Context: an optimization exercise on an open-source flow, tuned for small area, a short achievable clock period and few clock cycles per item. The choices shown serve that exercise and are no tape-out recipe. At most, simulation tests tie the RTL to the original design; equivalence was not proved.

==> inputs of build 23 <==
==> flow/design.v (excerpt) <==
module rail_loop (
    input  wire        clk,
    input  wire        rst,           
    input  wire        cfg_we,
    input  wire [5:0]  cfg_addr,
    input  wire [31:0] cfg_wdata,
    input  wire        start,
    input  wire [31:0] i_k,           
    input  wire [31:0] i_sum,         
    output wire        ready,
    output reg         done,
    output reg  [31:0] c_out,         
    output reg  [15:0] insertion,     
    output reg  [3:0]  flags          
);
    localparam [31:0] SAT     = 32'h49742400;    
    localparam [31:0] DELTA   = 32'h3D4CCCCD;    
    localparam [31:0] L_RESET = 32'h42700000;    
    localparam [5:0] A_SECTIONS = 6'd40;
    localparam [5:0] A_LIMIT    = 6'd41;
    localparam [5:0] A_SLEW     = 6'd42;
    localparam [5:0] A_SHARE    = 6'd43;
    localparam [5:0] A_ENABLE   = 6'd44;
    localparam [1:0] S_IDLE = 2'd0,
                     S_P1   = 2'd1,
                     S_P2   = 2'd2,
                     S_LOOP = 2'd3;
    reg  [31:0] coef [0:39];
    reg  [39:0] cv;                   
    reg  [3:0]  sections;
    reg  [31:0] out_limit;
    reg  [31:0] out_slew;
    reg  [31:0] share;
  ...
Settings: LEC_CHECK=0, CAP_MARGIN=20, CORE_MARGIN=2, CORE_UTILIZATION=40, SLEW_MARGIN=20; clock period 17.0 ns.
standard.sh (not shown) runs the stock make flow with config.mk's settings and CLKGATE_MAP_FILE= SYNTH_SCRIPT=/design/flow/synth_recipe.tcl, a recipe that flattens the netlist after the stock synthesis.
==> flow/flow/run.sh <==
#!/bin/bash
# Standard layout, with timing repair aimed at a tighter setup margin than
# the default so that the achieved period shrinks (the SDC is unchanged).
set -euo pipefail
export SETUP_SLACK_MARGIN=9
bash standard.sh finish > flow_make.log 2>&1
==> build 17 (differences from build 23) <==
--- a/flow/design.v
+++ b/flow/design.v
@@ -3243,14 +3243,16 @@
   assign rb = {1'b0, pp576, s1587, s1585, s1583, s1581, s1579, s1577, s1575, s1573, s1571, s1569, s1567, s1565, s1563, s1561, s1559, s1557, s1555, s1553, s1551, s1549, s1547, s1545, s1543, s1541, s1539, s1537, s1535, s1533, s1531, s1529, s1527, s1525, s1523, s1521, s1519, s1517, s1515, s1513, s1511, s1509, s1507, s1505, s1503, pp49, pp25, 1'b0};
 endmodule
 module fp32_add (
     input  wire [31:0] a,
     input  wire [31:0] b,
     input  wire        sub,
+    input  wire        lim,
     output reg  [31:0] y,
-    output reg         nonfinite
+    output reg         nonfinite,
+    output reg         over
 );
     localparam [30:0] SAT_MAG = 31'h49742400;
     wire [31:0] bb = {b[31] ^ sub, b[30:0]};
     wire [7:0]  ea = a[30:23];
     wire [7:0]  eb = bb[30:23];
     wire        za = (ea == 8'd0);
@@ -3290,47 +3292,60 @@
     wire [23:0] mB = sf[26:3];
     wire        gB = sf[2];
     wire        sB = sf[1] | sf[0];
     wire [23:0] mC = sf[25:2];
     wire        gC = sf[1];
     wire        sC = sf[0];
-    wire [24:0] pA = {1'b0, mA} + 25'd1;
-    wire [24:0] pB = {1'b0, mB} + 25'd1;
-    wire [24:0] pC = {1'b0, mC} + 25'd1;
+    wire [22:0] pA = mA[22:0] + 23'd1;
+    wire [22:0] pB = mB[22:0] + 23'd1;
+    wire [22:0] pC = mC[22:0] + 23'd1;
     wire        iA = gA & (sA | mA[0]);
     wire        iB = gB & (sB | mB[0]);
     wire        iC = gC & (sC | mC[0]);
+    wire        cA = iA & (&mA);                   
+    wire        cB = iB & (&mB);
+    wire        cC = iC & (&mC);
+    localparam [22:0] SAT_F = 23'h742400;
+    wire        gtA = (mA[22:0] > SAT_F), geA = (mA[22:0] >= SAT_F);
+    wire        gtB = (mB[22:0] > SAT_F), geB = (mB[22:0] >= SAT_F);
+    wire        gtC = (mC[22:0] > SAT_F), geC = (mC[22:0] >= SAT_F);
+    wire [8:0]  el_m1 = {1'b0, el} - 9'd1;
+    wire [8:0]  el_p1 = {1'b0, el} + 9'd1;
+    wire [8:0]  el_p2 = {1'b0, el} + 9'd2;
+    localparam [7:0] SAT_E = 8'h92;
+    wire        ovA  = (el >= 8'd254), ovAc = (el >= 8'd253);
+    wire        ovB  = (el == 8'd255), ovBc = (el >= 8'd254);
+    wire        ovC  = 1'b0,           ovCc = (el == 8'd255);
+    wire        unC  = (el <= 8'd1);
+    wire        xA_gt = (el_p1 > {1'b0, SAT_E}), xA_eq = (el_p1 == {1'b0, SAT_E}), xAc_gt = (el_p2 > {1'b0, SAT_E});
+    wire        xB_gt = (el > SAT_E),            xB_eq = (el == SAT_E),            xBc_gt = (el_p1 > {1'b0, SAT_E});
+    wire        xC_gt = (el_m1 > {1'b0, SAT_E}), xC_eq = (el_m1 == {1'b0, SAT_E}), xCc_gt = (el > SAT_E);
+    reg  [7:0]  efx;
     reg  [22:0] ff;
-    reg         cy;
+    reg         fovf, funf, fover;
     always @* begin
         if (f_up) begin
-            ff = iA ? pA[22:0] : mA[22:0];
-            cy = iA & pA[24];
+            efx   = cA ? el_p2[7:0] : el_p1[7:0];
+            ff    = cA ? 23'd0 : (iA ? pA : mA[22:0]);
+            fovf  = cA ? ovAc : ovA;
+            funf  = 1'b0;
+            fover = cA ? xAc_gt : (xA_gt | (xA_eq & (iA ? geA : gtA)));
         end else if (f_dn) begin
-            ff = iC ? pC[22:0] : mC[22:0];
-            cy = iC & pC[24];
+            efx   = cC ? el : el_m1[7:0];
+            ff    = cC ? 23'd0 : (iC ? pC : mC[22:0]);
+            fovf  = cC ? ovCc : ovC;
+            funf  = cC ? 1'b0 : unC;
+            fover = cC ? xCc_gt : (xC_gt | (xC_eq & (iC ? geC : gtC)));
         end else begin
-            ff = iB ? pB[22:0] : mB[22:0];
-            cy = iB & pB[24];
+            efx   = cB ? el_p1[7:0] : el;
+            ff    = cB ? 23'd0 : (iB ? pB : mB[22:0]);
+            fovf  = cB ? ovBc : ovB;
+            funf  = 1'b0;
+            fover = cB ? xBc_gt : (xB_gt | (xB_eq & (iB ? geB : gtB)));
         end
     end
-    wire [8:0]  el_m1 = {1'b0, el} - 9'd1;
-    wire [8:0]  el_p1 = {1'b0, el} + 9'd1;
-    wire [8:0]  el_p2 = {1'b0, el} + 9'd2;
-    reg  [7:0]  efx;
-    reg         fovf, funf;
-    always @* begin
-        case ({f_up, f_dn, cy})
-            3'b100:  begin efx = el_p1[7:0]; fovf = (el >= 8'd254); funf = 1'b0; end
-            3'b101:  begin efx = el_p2[7:0]; fovf = (el >= 8'd253); funf = 1'b0; end
-            3'b010:  begin efx = el_m1[7:0]; fovf = 1'b0;           funf = (el <= 8'd1); end
-            3'b011:  begin efx = el;         fovf = (el == 8'd255); funf = 1'b0; end
-            3'b001:  begin efx = el_p1[7:0]; fovf = (el >= 8'd254); funf = 1'b0; end
-            default: begin efx = el;         fovf = (el == 8'd255); funf = 1'b0; end
-        endcase
-    end
     wire        sw  = (a[30:0] < bb[30:0]);
     wire [7:0]  eln = sw ? eb : ea;
     wire        sln = sw ? bb[31] : a[31];
     wire [23:0] mln = sw ? mb : ma;
     wire [23:0] msn = sw ? ma : mb;
     wire        d0  = (ea == eb);
@@ -3338,31 +3353,41 @@
     wire [5:0]  lz;
     lzc32 u_lz (.x({sn, 7'h40}), .n(lz));
     wire [24:0] nn  = sn << lz[4:0];
     wire [8:0]  en  = {1'b0, eln} - {3'd0, lz};
     wire        nunf = en[8] || (en[7:0] == 8'd0);
     wire        near = eff_sub && (d[7:1] == 7'd0) && !sn[24];
+    wire        ova = (a[30:0] > SAT_MAG);
+    wire        ovb = (bb[30:0] > SAT_MAG);
+    wire        nover = ({en[7:0], nn[23:1]} > SAT_MAG);
     always @* begin
         nonfinite = 1'b0;
+        over      = 1'b0;
         if (za && zb)
             y = {a[31] & bb[31], 31'd0};
-        else if (za)
-            y = bb;
-        else if (zb)
-            y = a;
-        else if (eff_sub && same)
+        else if (za) begin
+            over = ovb;
+            y = (lim && ovb) ? {bb[31], SAT_MAG} : bb;
+        end else if (zb) begin
+            over = ova;
+            y = (lim && ova) ? {a[31], SAT_MAG} : a;
+        end else if (eff_sub && same)
             y = 32'd0;
-        else if (near)
-            y = nunf ? {sln, 31'd0} : {sln, en[7:0], nn[23:1]};
-        else if (fovf) begin
+        else if (near) begin
+            over = !nunf && nover;
+            y = nunf ? {sln, 31'd0} : ((lim && nover) ? {sln, SAT_MAG} : {sln, en[7:0], nn[23:1]});
+        end else if (fovf) begin
             y = {sl, SAT_MAG};
             nonfinite = 1'b1;
         end else if (funf)
             y = {sl, 31'd0};
-        else
-            y = {sl, efx, ff};
+        else begin
+            over = fover;
+            y = (lim && fover) ? {sl, SAT_MAG} : {sl, efx, ff};
+        end
+        over = over & lim;
     end
 endmodule
 module lzc32 (
     input  wire [31:0] x,
     output wire [5:0]  n
 );
@@ -3509,21 +3534,19 @@
     wire        m1_nf, m2_nf, m3_nf;
     fp32_mul u_mul1 (.a(ca1), .b(y),   .y(m1_y), .nonfinite(m1_nf));
     fp32_mul u_mul2 (.a(ca2), .b(y),   .y(m2_y), .nonfinite(m2_nf));
     fp32_mul u_mul3 (.a(ca3), .b(yb3), .y(m3_y), .nonfinite(m3_nf));
     wire        a1_sub = (state == S_P2);
     wire [31:0] a1_y;
-    wire        a1_nf;
-    fp32_add u_add1 (.a(sa), .b(sb), .sub(a1_sub), .y(a1_y), .nonfinite(a1_nf));
+    wire        a1_nf, a1_over;
+    fp32_add u_add1 (.a(sa), .b(sb), .sub(a1_sub), .lim(state == S_LOOP),
+                     .y(a1_y), .nonfinite(a1_nf), .over(a1_over));
     wire [31:0] a2_y;
-    wire        a2_nf;
-    fp32_add u_add2 (.a(a2a), .b(a2b), .sub(a2s), .y(a2_y), .nonfinite(a2_nf));
-    wire        a1_over = (a1_y[30:0] > SAT[30:0]);
-    wire [31:0] a1_lim  = a1_over ? {a1_y[31], SAT[30:0]} : a1_y;
-    wire        a2_over = (a2_y[30:0] > SAT[30:0]);
-    wire [31:0] a2_lim  = a2_over ? {a2_y[31], SAT[30:0]} : a2_y;
+    wire        a2_nf, a2_over;
+    fp32_add u_add2 (.a(a2a), .b(a2b), .sub(a2s), .lim(in_e),
+                     .y(a2_y), .nonfinite(a2_nf), .over(a2_over));
     wire [31:0] yu   = (n == 4'd0 || y[30:0] == 31'd0) ? 32'd0 : y;    
     wire signed [32:0] k_u   = yu[31]     ? -$signed({2'b00, yu[30:0]})     : $signed({2'b00, yu[30:0]});
     wire signed [32:0] k_lo  = lo[31]     ? -$signed({2'b00, lo[30:0]})     : $signed({2'b00, lo[30:0]});
     wire signed [32:0] k_hi  = hi[31]     ? -$signed({2'b00, hi[30:0]})     : $signed({2'b00, hi[30:0]});
     wire signed [32:0] k_lp  = $signed({2'b00, out_limit[30:0]});
     wire signed [32:0] k_ln  = -$signed({2'b00, out_limit[30:0]});
@@ -3627,24 +3650,24 @@
         end else if (state == S_P2) begin
             y   <= a1_y;
             yb3 <= a1_y;
             x_nz  <= (a1_y[30:0] != 31'd0);
             x_pos <= !a1_y[31] && (a1_y[30:0] != 31'd0);
         end else if (in_o && i_lt_n) begin
-            y   <= a1_lim;
-            yb3 <= a1_lim;
+            y   <= a1_y;
+            yb3 <= a1_y;
         end
         if (state == S_P1)
             lo <= a2_y;
         if (state == S_P2)
             hi <= a2_y;
         if (in_e && i_ge2) begin
             for (j = 0; j < 8; j = j + 1)
                 if (j == idx - 4'd2) begin
-                    s1n[j] <= a1_lim;
-                    s2n[j] <= a2_lim;
+                    s1n[j] <= a1_y;
+                    s2n[j] <= a2_y;
                 end
         end
         if (post) begin
             c    <= c_s;
             disc <= disc_v;
         end
==> notes <==
Sequential share of layout area: build 17 is lower than build 23 (1.0 points). Setup slack: build 23 is worse than build 17 (0.92 ns). Against build 17, the critical path depth of build 23 is higher by 4. In build 23 the hold slack is higher than in build 17, by 0.0096 ns.
Testbench counts of build 17, summed over its fixed seeds: cycles 43,645, ticks 2,880.
No functional check of the RTL was part of build 23.

==> separate check: timing with driven ports <==
How much do the figures lean on ideal ports? The routed layouts below were timed once more, with nothing changed but the port constraints.
Step 1 (the two cells are an assumption about what drives the block):
set clk [get_ports {clk}]
set_driving_cell -lib_cell sky130_fd_sc_hd__clkbuf_16 $clk
set_driving_cell -lib_cell sky130_fd_sc_hd__buf_2 [delete_from_list [all_inputs] $clk]
Step 2, shift: input delay + t, output delay - t, t = (earliest + latest rising clock arrival at the registers) / 2. This alone moves slack from input paths to output paths.
Slacks: no drivers / after step 1 / after step 2; pairs: no drivers / after step 1.
run | shift t [ns] | slack for setup (ns) | worst register clock-pin slew, ns
build 23 | 1.086 | 5.585 / 5.585 / 5.585 | 0.07 / 0.07
build 17 | 1.054 | 6.506 / 6.506 / 6.506 | 0.09 / 0.09
After both steps setup and hold are still met in every run listed.
